What follows belongs to an exercise in optimizing a design on an open flow for small area, a short achievable clock period and few clock cycles per item; a production flow would make more cautious choices.
No activity file was given, so power comes from the tool's default toggle rates.

==> exp/juniper: inputs <==
// mx_narrow
module mx_narrow (
    input  wire        clk,
    input  wire        rst,
    input  wire        in_valid,
    output wire        in_ready,
    input  wire [31:0] in_data,
    input  wire [3:0]  in_fmt,
    output wire        out_valid,
    input  wire        out_ready,
    output wire [7:0]  out_elem,
    output wire [7:0]  out_scale,
    output wire        out_last
);
==> flow/config.mk <==
export PLATFORM = sky130hd
export DESIGN_NAME = mx_narrow
export DESIGN_NICKNAME = mx_narrow
export VERILOG_FILES = /design/flow/design.v
export SDC_FILE = /design/flow/constraint.sdc
export NUM_CORES = 4
export LEC_CHECK = 0
export CAP_MARGIN = 20
export CORE_MARGIN = 2
export CORE_UTILIZATION = 65
export CTS_BUF_LIST = sky130_fd_sc_hd__clkbuf_8 sky130_fd_sc_hd__clkbuf_16
export CTS_CLUSTER_DIAMETER = 60
export CTS_CLUSTER_SIZE = 24
export PLACE_DENSITY = 0.75
export SLEW_MARGIN = 20
==> flow/constraint.sdc <==
create_clock -name core_clock -period 18.0 [get_ports {clk}]
set_input_delay 3.6000 -clock core_clock [delete_from_list [all_inputs] [get_ports {clk}]]
set_output_delay 3.6000 -clock core_clock [all_outputs]
set_load 0.01 [all_outputs]
standard.sh (not shown) runs the stock make flow with config.mk's settings and CLKGATE_MAP_FILE= SYNTH_SCRIPT=/design/flow/synth_recipe.tcl, a recipe that flattens the netlist after the stock synthesis.
==> flow/flow/run.sh <==
#!/bin/bash
# Standard ORFS layout, with timing repair asked to leave extra setup slack.
set -euo pipefail
bash standard.sh SETUP_SLACK_MARGIN=13.5 BUFFER_PORTS_ARGS=-buffer_cell\ sky130_fd_sc_hd__buf_1 finish > standard_make.log 2>&1
==> inputs of exp/quartz, as changes to exp/juniper <==
--- a/flow/design.v
+++ b/flow/design.v
@@ -93,35 +93,26 @@
     reg [2:0]  ff;         
     wire [2:0] in_fc = (in_fmt >= 4'd4 && in_fmt <= 4'd8) ? in_fmt[2:0] - 3'd4 : 3'd6;
     wire        p_sg = s1_d[31];
     wire [7:0]  p_e  = s1_d[30:23];
     wire [22:0] p_m  = s1_d[22:0];
     wire        s1_mnz = |p_m;
-    reg [7:0] f_mc;  reg f_n;  reg f_inf;         
+    reg [7:0] f_mc;  reg f_n;                     
     reg [7:0] c_mc;  reg c_n;  reg [2:0] c_f;     
-    reg [7:0] d_mc;  reg d_n;  reg [2:0] d_f;     
+    reg       c_busy;    
+    reg       f_done;    
     wire [7:0] in_e   = in_data[30:23];
     wire       in_e1  = &in_e;
     wire       in_mnz = |in_data[22:0];
     wire       in_nan = in_e1 & in_mnz;
-    wire       in_inf = in_e1 & ~in_mnz;
+    wire [7:0] in_eff = in_e1 ? (in_mnz ? 8'd0 : 8'd254) : in_e;
     wire [7:0] t_em   = {4'd0, f_emax(ff)};
     wire [7:0] t_cm   = ((wj == 5'd1) & (t_em > f_mc)) ? t_em : f_mc;
-    wire [7:0] k_g = in_e & ~t_cm;
-    wire [7:0] k_e = ~(in_e ^ t_cm);
-    wire       k_g10 = k_g[7] | (k_e[7] & k_g[6]);   wire k_e10 = k_e[7] & k_e[6];
-    wire       k_g32 = k_g[5] | (k_e[5] & k_g[4]);   wire k_e32 = k_e[5] & k_e[4];
-    wire       k_g54 = k_g[3] | (k_e[3] & k_g[2]);   wire k_e54 = k_e[3] & k_e[2];
-    wire       k_g76 = k_g[1] | (k_e[1] & k_g[0]);
-    wire       k_ga  = k_g10 | (k_e10 & k_g32);      wire k_ea = k_e10 & k_e32;
-    wire       k_gb  = k_g54 | (k_e54 & k_g76);
-    wire       k_gt  = k_ga | (k_ea & k_gb);
-    wire       t_sel  = (wj == 5'd0) | (~in_e1 & k_gt);
-    wire [7:0] new_mc = t_sel ? (in_e & {8{~in_e1}}) : t_cm;
+    wire       t_gt   = in_e1 ? (~in_mnz & (t_cm != 8'd255) & (t_cm != 8'd254)) : (in_e > t_cm);
+    wire [7:0] new_mc = ((wj == 5'd0) | t_gt) ? in_eff : t_cm;
     wire       new_n  = in_nan | (f_n & (wj != 5'd0));
-    wire       new_inf = in_inf | (f_inf & (wj != 5'd0));
     wire [4:0] p_g = {|p_m[22:19], |p_m[18:15], |p_m[14:11], |p_m[10:7], |p_m[6:5]};
     wire       p_sub = |p_g;      
     wire [4:0] p_gh = p_g & ~{1'b0, p_g[4], |p_g[4:3], |p_g[4:2], |p_g[4:1]};
     wire [7:0] p_w  = ({8{p_gh[4]}} & p_m[22:15]) | ({8{p_gh[3]}} & p_m[18:11]) |
                       ({8{p_gh[2]}} & p_m[14:7])  | ({8{p_gh[1]}} & p_m[10:3])  |
                       ({8{p_gh[0]}} & {p_m[6:0], 1'b0});
@@ -166,24 +157,29 @@
         ring <= {ring[17*30-1:0], s1_v ? pack : s1_d[16:0]};
     end
     reg        a0_sg, a0_h, a0_nan;
     reg [9:0]  a0_e;
     reg [7:0]  a0_lo;
     reg        a0_v, a0_cplt, a0_first, a0_last;
-    reg        b_v, b_last;
+    reg        b_v, b_last, b_first;
+    reg [2:0]  b_f;      
+    reg        b_bnan;   
     reg        b_sg, b_rnd, b_nan;
     reg [6:0]  b_kept;
     reg [4:0]  b_ef;
     reg        o_v, o_last;
     reg [7:0]  o_elem, o_scale;
     assign out_valid = o_v;
     assign out_elem  = o_elem;
     assign out_scale = o_scale;
     assign out_last  = o_last;
     wire adv     = ~o_v | out_ready;
     wire a0_go   = a0_v & a0_cplt & adv;
+    wire c_free  = ~c_busy | (a0_go & a0_last);
+    wire c_load_new = completing & c_free;
+    wire c_load_f   = f_done & c_free;
     wire rd_base = (ph + 5'd2 == rj) & (dv | (rj != wj));
     wire rd_r0   = rd_base & (~a0_v | (a0_cplt & ~o_v));
     wire rd_r1   = rd_base & a0_cplt;
     wire rd      = rd_r0 | (rd_r1 & out_ready);
     wire [2:0]  r_f  = dv ? c_f : ff;
     wire        r_fp = f_is_fp(r_f);
@@ -192,14 +188,14 @@
     wire        r_flag = r_fp & r_lo[2];
     wire        r_zero = r_fp & (r_ec == 8'd0) & ~r_lo[2];
     wire        r_nan  = r_fp & (r_ec == 8'hFF) & ~r_lo[2];
     wire [9:0]  r_e    = {{2{r_flag & r_ec[7]}}, r_ec & {8{r_fp | (r_ec != 8'hFF)}}};
     wire [9:0]  r_ea   = r_e + {5'd0, f_ca(r_f)};
     wire        r_h    = r_fp ? ~r_zero : (r_ec != 8'd0);
-    wire [2:0]  x_f  = a0_first ? c_f  : d_f;
-    wire [7:0]  x_mc = a0_first ? c_mc : d_mc;
+    wire [2:0]  x_f  = c_f;
+    wire [7:0]  x_mc = c_mc;
     wire        x_fp = f_is_fp(x_f);
     wire [2:0]  x_c2 = f_c2(x_f);
     wire        x_sg   = a0_sg;
     wire [7:0]  x_lo   = a0_lo;
     wire        x_zero = x_fp & ~a0_h;
     wire        x_nan  = a0_nan;
@@ -214,16 +210,16 @@
     wire [4:0]        x_ef = x_norm ? x_w[4:0] : 5'd0;
     wire [16:0] x_wide   = {x_sig, 9'd0} >> x_sh;
     wire [6:0]  x_kept   = x_wide[15:9];
     wire        x_guard  = x_wide[8];
     wire        x_sticky = (|x_wide[7:0]) | x_st;
     wire        x_rnd    = x_guard & (x_sticky | x_kept[0]);
-    wire        y_fp   = f_is_fp(d_f);
-    wire [1:0]  y_mb   = f_mbits(d_f);
-    wire [6:0]  y_max  = f_maxenc(d_f);
-    wire        y_bnan = d_n & ~f_is_fp8(d_f);
+    wire        y_fp   = f_is_fp(b_f);
+    wire [1:0]  y_mb   = f_mbits(b_f);
+    wire [6:0]  y_max  = f_maxenc(b_f);
+    wire        y_bnan = b_bnan;
     wire [6:0]  y_kept   = b_kept;
     wire        y_rnd    = b_rnd;
     reg  [6:0]  y_enc;           
     always @(*) begin
         case (y_mb)
         2'd3:    y_enc = {b_ef[3:0], y_kept[2:0]};
@@ -236,23 +232,23 @@
     wire        y_cin  = y_fp ? y_rnd : (b_sg ^ y_rnd);
     wire [7:0]  y_sum  = y_base + {7'd0, y_cin};
     wire        y_fsat = y_sum > {1'b0, y_max};
     reg  [7:0]  y_fel;
     always @(*) begin
         y_fel = {1'b0, y_fsat ? y_max : y_sum[6:0]};
-        case (d_f)
+        case (b_f)
         3'd2, 3'd3: y_fel[5] = b_sg;
         3'd4:       y_fel[3] = b_sg;
         default:    y_fel[7] = b_sg;
         endcase
     end
     wire [7:0]  y_iel = y_isat ? (b_sg ? 8'h81 : 8'h7F) : y_sum;
     wire [7:0]  y_el  = y_bnan ? 8'h00 :
-                        (b_nan & f_is_fp8(d_f)) ? 8'h7F :
+                        (b_nan & f_is_fp8(b_f)) ? 8'h7F :
                         y_fp ? y_fel : y_iel;
-    wire [7:0]  y_s   = d_mc - {4'd0, f_emax(d_f)};
+    wire [7:0]  y_s   = (c_n & ~f_is_fp8(c_f)) ? 8'hFF : (c_mc - {4'd0, f_emax(c_f)});
     wire [4:0] wj_1 = wj + 5'd1;
     wire [4:0] rj_1 = rj + 5'd1;
     wire [4:0] wj_n = in_fire ? wj_1 : wj;
     wire [4:0] rj_n = rd ? rj_1 : rj;
     wire       dv_n = completing ? 1'b1 : (rd & (rj == 5'd31)) ? 1'b0 : dv;
     wire [4:0] ph2  = ph + 5'd2;
@@ -265,60 +261,65 @@
         s1_d     <= {in_data[31:17], in_fire ? in_data[16:0] : ring_top};
         s1_int   <= ~f_is_fp((wj == 5'd0) ? in_fc : ff);
         if (in_fire & (wj == 5'd0)) ff <= in_fc;
         if (in_fire) begin
             f_mc <= new_mc;
             f_n  <= new_n;
-            f_inf <= new_inf;
         end
-        if (completing) begin
-            c_mc <= new_inf ? 8'd254 : new_mc;
+        if (c_load_new) begin
+            c_mc <= new_mc;
             c_n  <= new_n;
             c_f  <= ff;
+        end else if (c_load_f) begin
+            c_mc <= f_mc;
+            c_n  <= f_n;
+            c_f  <= ff;
         end
         if (rd) begin
             a0_sg    <= ring_rd[16];
             a0_e     <= r_ea;
             a0_lo    <= r_lo;
             a0_h     <= r_h;
             a0_nan   <= r_nan;
             a0_first <= (rj == 5'd0);
             a0_last  <= (rj == 5'd31);
         end
-        if (a0_go & a0_first) begin
-            d_mc <= c_mc;
-            d_n  <= c_n;
-            d_f  <= c_f;
-        end
         if (adv) begin
             b_last  <= a0_last;
+            b_first <= a0_first;
+            b_f     <= c_f;
+            b_bnan  <= c_n & ~f_is_fp8(c_f);
             b_sg    <= x_sg;
             b_rnd   <= x_rnd;
             b_nan   <= x_nan;
             b_kept  <= x_kept;
             b_ef    <= x_ef;
             o_last  <= b_last;
             o_elem  <= y_el;
-            o_scale <= y_bnan ? 8'hFF : y_s;
+            if (b_first) o_scale <= y_s;
         end
         if (rst) begin
             ph     <= 5'd31;
             wj     <= 5'd0;
             rj     <= 5'd0;
             dv     <= 1'b0;
             in_rdy <= 1'b1;
+            c_busy <= 1'b0;
+            f_done <= 1'b0;
             s1_v   <= 1'b0;
             a0_v   <= 1'b0;
             b_v    <= 1'b0;
             o_v    <= 1'b0;
         end else begin
             ph     <= ph + 5'd1;
             wj     <= wj_n;
             rj     <= rj_n;
             dv     <= dv_n;
             in_rdy <= rdy_n;
+            c_busy <= c_load_new | c_load_f | (c_busy & ~(a0_go & a0_last));
+            f_done <= (completing & ~c_free) | (f_done & ~c_free);
             s1_v   <= in_fire;
             if (rd) begin
                 a0_v    <= 1'b1;
                 a0_cplt <= dv | completing;
             end else begin
                 if (a0_go) a0_v <= 1'b0;
==> inputs of exp/sierra, as changes to exp/juniper <==
--- a/flow/design.v
+++ b/flow/design.v
@@ -93,35 +93,36 @@
     reg [2:0]  ff;         
     wire [2:0] in_fc = (in_fmt >= 4'd4 && in_fmt <= 4'd8) ? in_fmt[2:0] - 3'd4 : 3'd6;
     wire        p_sg = s1_d[31];
     wire [7:0]  p_e  = s1_d[30:23];
     wire [22:0] p_m  = s1_d[22:0];
     wire        s1_mnz = |p_m;
-    reg [7:0] f_mc;  reg f_n;  reg f_inf;         
+    reg [7:0] f_mc;  reg f_n;                     
     reg [7:0] c_mc;  reg c_n;  reg [2:0] c_f;     
-    reg [7:0] d_mc;  reg d_n;  reg [2:0] d_f;     
+    reg       c_busy;    
+    reg       f_done;    
     wire [7:0] in_e   = in_data[30:23];
     wire       in_e1  = &in_e;
     wire       in_mnz = |in_data[22:0];
     wire       in_nan = in_e1 & in_mnz;
-    wire       in_inf = in_e1 & ~in_mnz;
+    wire [7:0] in_eff = in_e1 ? (in_mnz ? 8'd0 : 8'd254) : in_e;
     wire [7:0] t_em   = {4'd0, f_emax(ff)};
     wire [7:0] t_cm   = ((wj == 5'd1) & (t_em > f_mc)) ? t_em : f_mc;
     wire [7:0] k_g = in_e & ~t_cm;
     wire [7:0] k_e = ~(in_e ^ t_cm);
     wire       k_g10 = k_g[7] | (k_e[7] & k_g[6]);   wire k_e10 = k_e[7] & k_e[6];
     wire       k_g32 = k_g[5] | (k_e[5] & k_g[4]);   wire k_e32 = k_e[5] & k_e[4];
     wire       k_g54 = k_g[3] | (k_e[3] & k_g[2]);   wire k_e54 = k_e[3] & k_e[2];
     wire       k_g76 = k_g[1] | (k_e[1] & k_g[0]);
     wire       k_ga  = k_g10 | (k_e10 & k_g32);      wire k_ea = k_e10 & k_e32;
     wire       k_gb  = k_g54 | (k_e54 & k_g76);
     wire       k_gt  = k_ga | (k_ea & k_gb);
-    wire       t_sel  = (wj == 5'd0) | (~in_e1 & k_gt);
-    wire [7:0] new_mc = t_sel ? (in_e & {8{~in_e1}}) : t_cm;
+    wire       t_gt   = in_e1 ? (~in_mnz & (t_cm != 8'd255) & (t_cm != 8'd254)) : k_gt;
+    wire       t_sel  = (wj == 5'd0) | t_gt;
+    wire [7:0] new_mc = t_sel ? in_eff : t_cm;
     wire       new_n  = in_nan | (f_n & (wj != 5'd0));
-    wire       new_inf = in_inf | (f_inf & (wj != 5'd0));
     wire [4:0] p_g = {|p_m[22:19], |p_m[18:15], |p_m[14:11], |p_m[10:7], |p_m[6:5]};
     wire       p_sub = |p_g;      
     wire [4:0] p_gh = p_g & ~{1'b0, p_g[4], |p_g[4:3], |p_g[4:2], |p_g[4:1]};
     wire [7:0] p_w  = ({8{p_gh[4]}} & p_m[22:15]) | ({8{p_gh[3]}} & p_m[18:11]) |
                       ({8{p_gh[2]}} & p_m[14:7])  | ({8{p_gh[1]}} & p_m[10:3])  |
                       ({8{p_gh[0]}} & {p_m[6:0], 1'b0});
@@ -166,24 +167,29 @@
         ring <= {ring[17*30-1:0], s1_v ? pack : s1_d[16:0]};
     end
     reg        a0_sg, a0_h, a0_nan;
     reg [9:0]  a0_e;
     reg [7:0]  a0_lo;
     reg        a0_v, a0_cplt, a0_first, a0_last;
-    reg        b_v, b_last;
+    reg        b_v, b_last, b_first;
+    reg [2:0]  b_f;      
+    reg        b_bnan;   
     reg        b_sg, b_rnd, b_nan;
     reg [6:0]  b_kept;
     reg [4:0]  b_ef;
     reg        o_v, o_last;
     reg [7:0]  o_elem, o_scale;
     assign out_valid = o_v;
     assign out_elem  = o_elem;
     assign out_scale = o_scale;
     assign out_last  = o_last;
     wire adv     = ~o_v | out_ready;
     wire a0_go   = a0_v & a0_cplt & adv;
+    wire c_free  = ~c_busy | (a0_go & a0_last);
+    wire c_load_new = completing & c_free;
+    wire c_load_f   = f_done & c_free;
     wire rd_base = (ph + 5'd2 == rj) & (dv | (rj != wj));
     wire rd_r0   = rd_base & (~a0_v | (a0_cplt & ~o_v));
     wire rd_r1   = rd_base & a0_cplt;
     wire rd      = rd_r0 | (rd_r1 & out_ready);
     wire [2:0]  r_f  = dv ? c_f : ff;
     wire        r_fp = f_is_fp(r_f);
@@ -192,14 +198,14 @@
     wire        r_flag = r_fp & r_lo[2];
     wire        r_zero = r_fp & (r_ec == 8'd0) & ~r_lo[2];
     wire        r_nan  = r_fp & (r_ec == 8'hFF) & ~r_lo[2];
     wire [9:0]  r_e    = {{2{r_flag & r_ec[7]}}, r_ec & {8{r_fp | (r_ec != 8'hFF)}}};
     wire [9:0]  r_ea   = r_e + {5'd0, f_ca(r_f)};
     wire        r_h    = r_fp ? ~r_zero : (r_ec != 8'd0);
-    wire [2:0]  x_f  = a0_first ? c_f  : d_f;
-    wire [7:0]  x_mc = a0_first ? c_mc : d_mc;
+    wire [2:0]  x_f  = c_f;
+    wire [7:0]  x_mc = c_mc;
     wire        x_fp = f_is_fp(x_f);
     wire [2:0]  x_c2 = f_c2(x_f);
     wire        x_sg   = a0_sg;
     wire [7:0]  x_lo   = a0_lo;
     wire        x_zero = x_fp & ~a0_h;
     wire        x_nan  = a0_nan;
@@ -214,16 +220,16 @@
     wire [4:0]        x_ef = x_norm ? x_w[4:0] : 5'd0;
     wire [16:0] x_wide   = {x_sig, 9'd0} >> x_sh;
     wire [6:0]  x_kept   = x_wide[15:9];
     wire        x_guard  = x_wide[8];
     wire        x_sticky = (|x_wide[7:0]) | x_st;
     wire        x_rnd    = x_guard & (x_sticky | x_kept[0]);
-    wire        y_fp   = f_is_fp(d_f);
-    wire [1:0]  y_mb   = f_mbits(d_f);
-    wire [6:0]  y_max  = f_maxenc(d_f);
-    wire        y_bnan = d_n & ~f_is_fp8(d_f);
+    wire        y_fp   = f_is_fp(b_f);
+    wire [1:0]  y_mb   = f_mbits(b_f);
+    wire [6:0]  y_max  = f_maxenc(b_f);
+    wire        y_bnan = b_bnan;
     wire [6:0]  y_kept   = b_kept;
     wire        y_rnd    = b_rnd;
     reg  [6:0]  y_enc;           
     always @(*) begin
         case (y_mb)
         2'd3:    y_enc = {b_ef[3:0], y_kept[2:0]};
@@ -236,23 +242,23 @@
     wire        y_cin  = y_fp ? y_rnd : (b_sg ^ y_rnd);
     wire [7:0]  y_sum  = y_base + {7'd0, y_cin};
     wire        y_fsat = y_sum > {1'b0, y_max};
     reg  [7:0]  y_fel;
     always @(*) begin
         y_fel = {1'b0, y_fsat ? y_max : y_sum[6:0]};
-        case (d_f)
+        case (b_f)
         3'd2, 3'd3: y_fel[5] = b_sg;
         3'd4:       y_fel[3] = b_sg;
         default:    y_fel[7] = b_sg;
         endcase
     end
     wire [7:0]  y_iel = y_isat ? (b_sg ? 8'h81 : 8'h7F) : y_sum;
     wire [7:0]  y_el  = y_bnan ? 8'h00 :
-                        (b_nan & f_is_fp8(d_f)) ? 8'h7F :
+                        (b_nan & f_is_fp8(b_f)) ? 8'h7F :
                         y_fp ? y_fel : y_iel;
-    wire [7:0]  y_s   = d_mc - {4'd0, f_emax(d_f)};
+    wire [7:0]  y_s   = (c_n & ~f_is_fp8(c_f)) ? 8'hFF : (c_mc - {4'd0, f_emax(c_f)});
     wire [4:0] wj_1 = wj + 5'd1;
     wire [4:0] rj_1 = rj + 5'd1;
     wire [4:0] wj_n = in_fire ? wj_1 : wj;
     wire [4:0] rj_n = rd ? rj_1 : rj;
     wire       dv_n = completing ? 1'b1 : (rd & (rj == 5'd31)) ? 1'b0 : dv;
     wire [4:0] ph2  = ph + 5'd2;
@@ -265,60 +271,61 @@
         s1_d     <= {in_data[31:17], in_fire ? in_data[16:0] : ring_top};
         s1_int   <= ~f_is_fp((wj == 5'd0) ? in_fc : ff);
         if (in_fire & (wj == 5'd0)) ff <= in_fc;
         if (in_fire) begin
             f_mc <= new_mc;
             f_n  <= new_n;
-            f_inf <= new_inf;
         end
-        if (completing) begin
-            c_mc <= new_inf ? 8'd254 : new_mc;
-            c_n  <= new_n;
+        if (c_load_new | c_load_f) begin
+            c_mc <= (c_load_new & t_sel) ? in_eff : (c_load_new ? t_cm : f_mc);
+            c_n  <= c_load_new ? new_n : f_n;
             c_f  <= ff;
         end
         if (rd) begin
             a0_sg    <= ring_rd[16];
             a0_e     <= r_ea;
             a0_lo    <= r_lo;
             a0_h     <= r_h;
             a0_nan   <= r_nan;
             a0_first <= (rj == 5'd0);
             a0_last  <= (rj == 5'd31);
         end
-        if (a0_go & a0_first) begin
-            d_mc <= c_mc;
-            d_n  <= c_n;
-            d_f  <= c_f;
-        end
         if (adv) begin
             b_last  <= a0_last;
+            b_first <= a0_first;
+            b_f     <= c_f;
+            b_bnan  <= c_n & ~f_is_fp8(c_f);
             b_sg    <= x_sg;
             b_rnd   <= x_rnd;
             b_nan   <= x_nan;
             b_kept  <= x_kept;
             b_ef    <= x_ef;
             o_last  <= b_last;
             o_elem  <= y_el;
-            o_scale <= y_bnan ? 8'hFF : y_s;
+            if (b_first) o_scale <= y_s;
         end
         if (rst) begin
             ph     <= 5'd31;
             wj     <= 5'd0;
             rj     <= 5'd0;
             dv     <= 1'b0;
             in_rdy <= 1'b1;
+            c_busy <= 1'b0;
+            f_done <= 1'b0;
             s1_v   <= 1'b0;
             a0_v   <= 1'b0;
             b_v    <= 1'b0;
             o_v    <= 1'b0;
         end else begin
             ph     <= ph + 5'd1;
             wj     <= wj_n;
             rj     <= rj_n;
             dv     <= dv_n;
             in_rdy <= rdy_n;
+            c_busy <= c_load_new | c_load_f | (c_busy & ~(a0_go & a0_last));
+            f_done <= (completing & ~c_free) | (f_done & ~c_free);
             s1_v   <= in_fire;
             if (rd) begin
                 a0_v    <= 1'b1;
                 a0_cplt <= dv | completing;
             end else begin
                 if (a0_go) a0_v <= 1'b0;
==> results.txt <==
Tcrit/Tclk final 29.44%; R2R setup slack 12.92 ns; Worst Hold Path EP ring[425]; drt via density 5.608; post-synthesis sequential area ratio 71.28%; Setup WS pre-CTS 11.69 ns; buffering overhead 3.273%; Reg area 14,260 sq um; WL met3 2368 um; met1 wire length 17,410 um; initial antenna violation count 1; status finished clean
The numbers above come from exp/quartz.

==> results.txt <==
post-synthesis sequential area ratio 71.44%; Reg area 14,260 sq um; initial antenna violation count 3; HP Class reg2reg; Synth top cells by count 583 x dfxtp_1, 138 x nand2_1, 86 x edfxtp_1, 82 x nor2_1, 79 x a21oi_1; placed inst area 20,680 sq um; met1 wire length 17,500 um; WL met3 2075 um; status finished clean; DP HPWL 25,590 um; hold depth 0; Worst Hold Path EP ring[352]; drt via density 5.530; R2R setup slack 13.41 ns; Largest cell class sequential cells; Tcrit/Tclk final 27.59%
The numbers above come from exp/sierra.

==> results.txt <==
met1 wire length 16,740 um; post-synthesis sequential area ratio 71.95%; CP peak stage delay 0.26 ns; initial antenna violation count 3; full die area 32,330 sq um; HP Class reg2reg; Worst Hold Path EP ring[289]; Tcrit/Tclk final 27.13%; die height 179.8 um; Worst path depth 10; Reg area 14,460 sq um; status finished clean; R2R setup slack 13.50 ns; Reg power frac 62.6%; drt via density 5.495; Setup WS pre-CTS 11.62 ns; buffering overhead 3.360%; total number of vias 11,480
The numbers above come from exp/juniper.

Function was not checked in any run of this note: the RTL went through the layout flow alone.

port drivers added, routing unchanged:
In the flow no input, the clock included, has a driving cell. The finished layouts below were timed again as built, in two steps. Step 1 assumes that a clkbuf_16 drives the clock port and a buf_2 every other input. Step 2, shift: input delay + t, output delay - t, t = (earliest + latest rising clock arrival at the registers) / 2. This alone moves slack from input paths to output paths. Three values: no drivers, after step 1, after step 2; two values: the first two.
run | t (ns) | setup WS [ns] | worst register clock-pin slew, ns
exp/juniper | 0.599 | 13.116 / 13.148 / 12.549 | 0.09 / 0.09
exp/quartz | 0.594 | 12.701 / 12.702 / 12.108 | 0.09 / 0.09
exp/sierra | 0.611 | 13.034 / 13.046 / 12.435 | 0.09 / 0.09
After both steps setup and hold are still met in every run listed. The setup slack of exp/sierra, which loses most, moves by +0.012 ns with the drivers and by -0.599 ns with both steps.
